This is an optimization exercise on Yosys and OpenROAD, whose aim is small area, a short achievable clock period and few clock cycles per item, not a production implementation. Function was checked by simulation only, so behaviour that the tests miss may differ from the original. Power is estimated from default activity; no workload was simulated.

## run 1
// kg9_decunit
module kg9_decunit (
    input  wire         clk,
    input  wire         rst,
    input  wire         start,
    input  wire [2:0]   op,
    input  wire [127:0] a,
    input  wire [127:0] b,
    input  wire [13:0]  imm,
    output wire         ready,
    output reg          done,
    output wire [127:0] res,
    output wire [127:0] rem,
    output wire         z,
    output wire         n,
    output reg          dv,
    output reg          exc_data,
    output reg          exc_div
);
Size: roughly 8800 cells after synthesis, about 540 I/O pins.
export LEC_CHECK = 0
export ABC_AREA = 0
export CAP_MARGIN = 40
export CORE_MARGIN = 2
export CORE_UTILIZATION = 36
export CTS_BUF_LIST = sky130_fd_sc_hd__clkbuf_8
export SLEW_MARGIN = 40
create_clock -name core_clock -period 50.0 [get_ports {clk}]
standard.sh (not shown) runs the stock make flow with config.mk's settings and CLKGATE_MAP_FILE= SYNTH_SCRIPT=/design/flow/synth_recipe.tcl, a recipe that flattens the netlist after the stock synthesis.
==> flow/flow/run.sh <==
#!/bin/bash
# Layout: the standard flow (standard.sh) unchanged, except that the
# buffers ORFS puts on the input and output ports are buf_1 cells.
set -e
export BUFFER_PORTS_ARGS="-buffer_cell sky130_fd_sc_hd__buf_1"
bash standard.sh > standard.log 2>&1
Testbench counts of run 1, summed over its fixed seeds: cycles 12,996, ops 2,400.
diff inputs: run 1 => run 2
- CTS_BUF_LIST changed from sky130_fd_sc_hd__clkbuf_8 to sky130_fd_sc_hd__clkbuf_4 sky130_fd_sc_hd__clkbuf_8
Findings:
On met3 capacity usage during global routing: between run 1 and run 2, it ends up lower for run 1. Final worst slack is higher on run 2. Looking at run 1 and run 2, the via count of the first global-routing pass is a wash. Taking run 1 as the reference, in run 2 clock-buffer cell count moved up; number of standard cells in the layout, taps in and fillers out level. Compared run 1 against run 2; global-route wire length before repair within noise. Re non-clock buffer count: no difference whatsoever between run 2 and run 1. Changes observed in run 2 relative to run 1: power increased about 0.6%; antenna violation net count after detailed routing has remained practically unchanged.
--- input diff run 2..run 3 ---
- a change of CORE_UTILIZATION from 36 to 30
- a deleted CTS_BUF_LIST that had been sky130_fd_sc_hd__clkbuf_4 sky130_fd_sc_hd__clkbuf_8
==> flow/run.sh (new file) <==
#!/bin/bash
# synth_recipe.tcl (not shown) runs the flow's synth.tcl, then flattens the netlist and writes it again
# the make line also repeats each setting of config.mk as NAME=value (left out here)
make -C /OpenROAD-flow-scripts/flow DESIGN_CONFIG=/design/flow/config.mk WORK_HOME=/design/flow/orfs CLKGATE_MAP_FILE= SYNTH_SCRIPT=/design/flow/synth_recipe.tcl finish
removed: flow/flow/run.sh
removed: flow/standard.sh
## What came out
- Worst setup slack: run 3 better than run 2
- Run 3 reports a lower post-route minimum period than run 2 does.
- Summary — data required time of the worst path, run 3 relative to run 2: lower, by 10.81 ns.
- Post-layout instance area: run 3 worse than run 2

========
## rev 12
Starting RTL as in the previous note.
clock: 50.0 ns
lec_check: 0
abc_area: 0
cap_margin: 40
core_margin: 2
core_utilization: 36
slew_margin: 40
run.sh (not shown) runs the stock make flow with config.mk's settings and CLKGATE_MAP_FILE= SYNTH_SCRIPT=/design/flow/synth_recipe.tcl, a recipe that flattens the netlist after the stock synthesis.
Stock flow here: none of the scripts above is used.
Testbench counts of rev 12, summed over its fixed seeds: cycles 12,996, ops 2,400.
The inputs of rev 13 differ from those of rev 12 as listed below.
==> flow/flow/run.sh (new file) <==
#!/bin/bash
# Layout: the standard flow (standard.sh) unchanged, except that the
# buffers ORFS puts on the input and output ports are buf_1 cells.
set -e
export BUFFER_PORTS_ARGS="-buffer_cell sky130_fd_sc_hd__buf_1"
bash standard.sh > standard.log 2>&1
==> flow/standard.sh (new file) <==
#!/bin/bash
# synth_recipe.tcl (not shown) runs the flow's synth.tcl, then flattens the netlist and writes it again
# the make line also repeats each setting of config.mk as NAME=value (left out here)
make -C /OpenROAD-flow-scripts/flow DESIGN_CONFIG=/design/flow/config.mk WORK_HOME=/design/flow/orfs CLKGATE_MAP_FILE= SYNTH_SCRIPT=/design/flow/synth_recipe.tcl "${@:-finish}"
removed: flow/run.sh
==> comparison <==
Of the two values seen for critical path class, reg2reg was produced by rev 13 and reg2out by rev 12. Rev 13 vs rev 12: global-route usage over all layers down in rev 13. On flip-flop and latch area, rev 12 tracks rev 13 almost exactly. Compared rev 13 vs rev 12, and sum of routed wire length over all layers is down in rev 13. | logic gate share of total power | rev 13 vs rev 12 | 1.6 points higher |. Going from rev 12 to rev 13, the count of non-CTS buffers in the layout was found to have gone up by 34. Rev 13: post-route minimum period is 230 ps higher than what rev 12 reported. Rev 13 ends up with lower wire length of the first global-routing pass than rev 12 does.

## re-timing with driven ports
Ports are ideal in the flow. The routed layouts listed here were re-timed in OpenROAD.
Step 1 sets driving cells, clkbuf_16 on the clock port and buf_2 on the other inputs (assumed; they add their load-dependent delay and slew).
Step 2 times the ports against the registers' clock, not the clock port: input delays grow and output delays shrink by t, the midpoint of the rising clock arrivals with the driver on.
a / b / c = no drivers / after step 1 / after step 2; a / b = the first two.
run | shift t [ns] | setup slack, ns | latest minus earliest clock arrival (ns)
run 1 | 1.022 | 37.094 / 37.094 / 37.094 | 0.053 / 0.053
run 2 | 1.023 | 37.110 / 37.110 / 37.110 | 0.050 / 0.050
run 3 | 0.844 | 37.212 / 37.116 / 37.427 | 0.050 / 0.050
rev 12 | 0.816 | 37.427 / 37.329 / 37.612 | 0.038 / 0.038
rev 13 | 0.831 | 37.198 / 37.198 / 37.198 | 0.034 / 0.034
After both steps setup and hold are still met in every run listed.
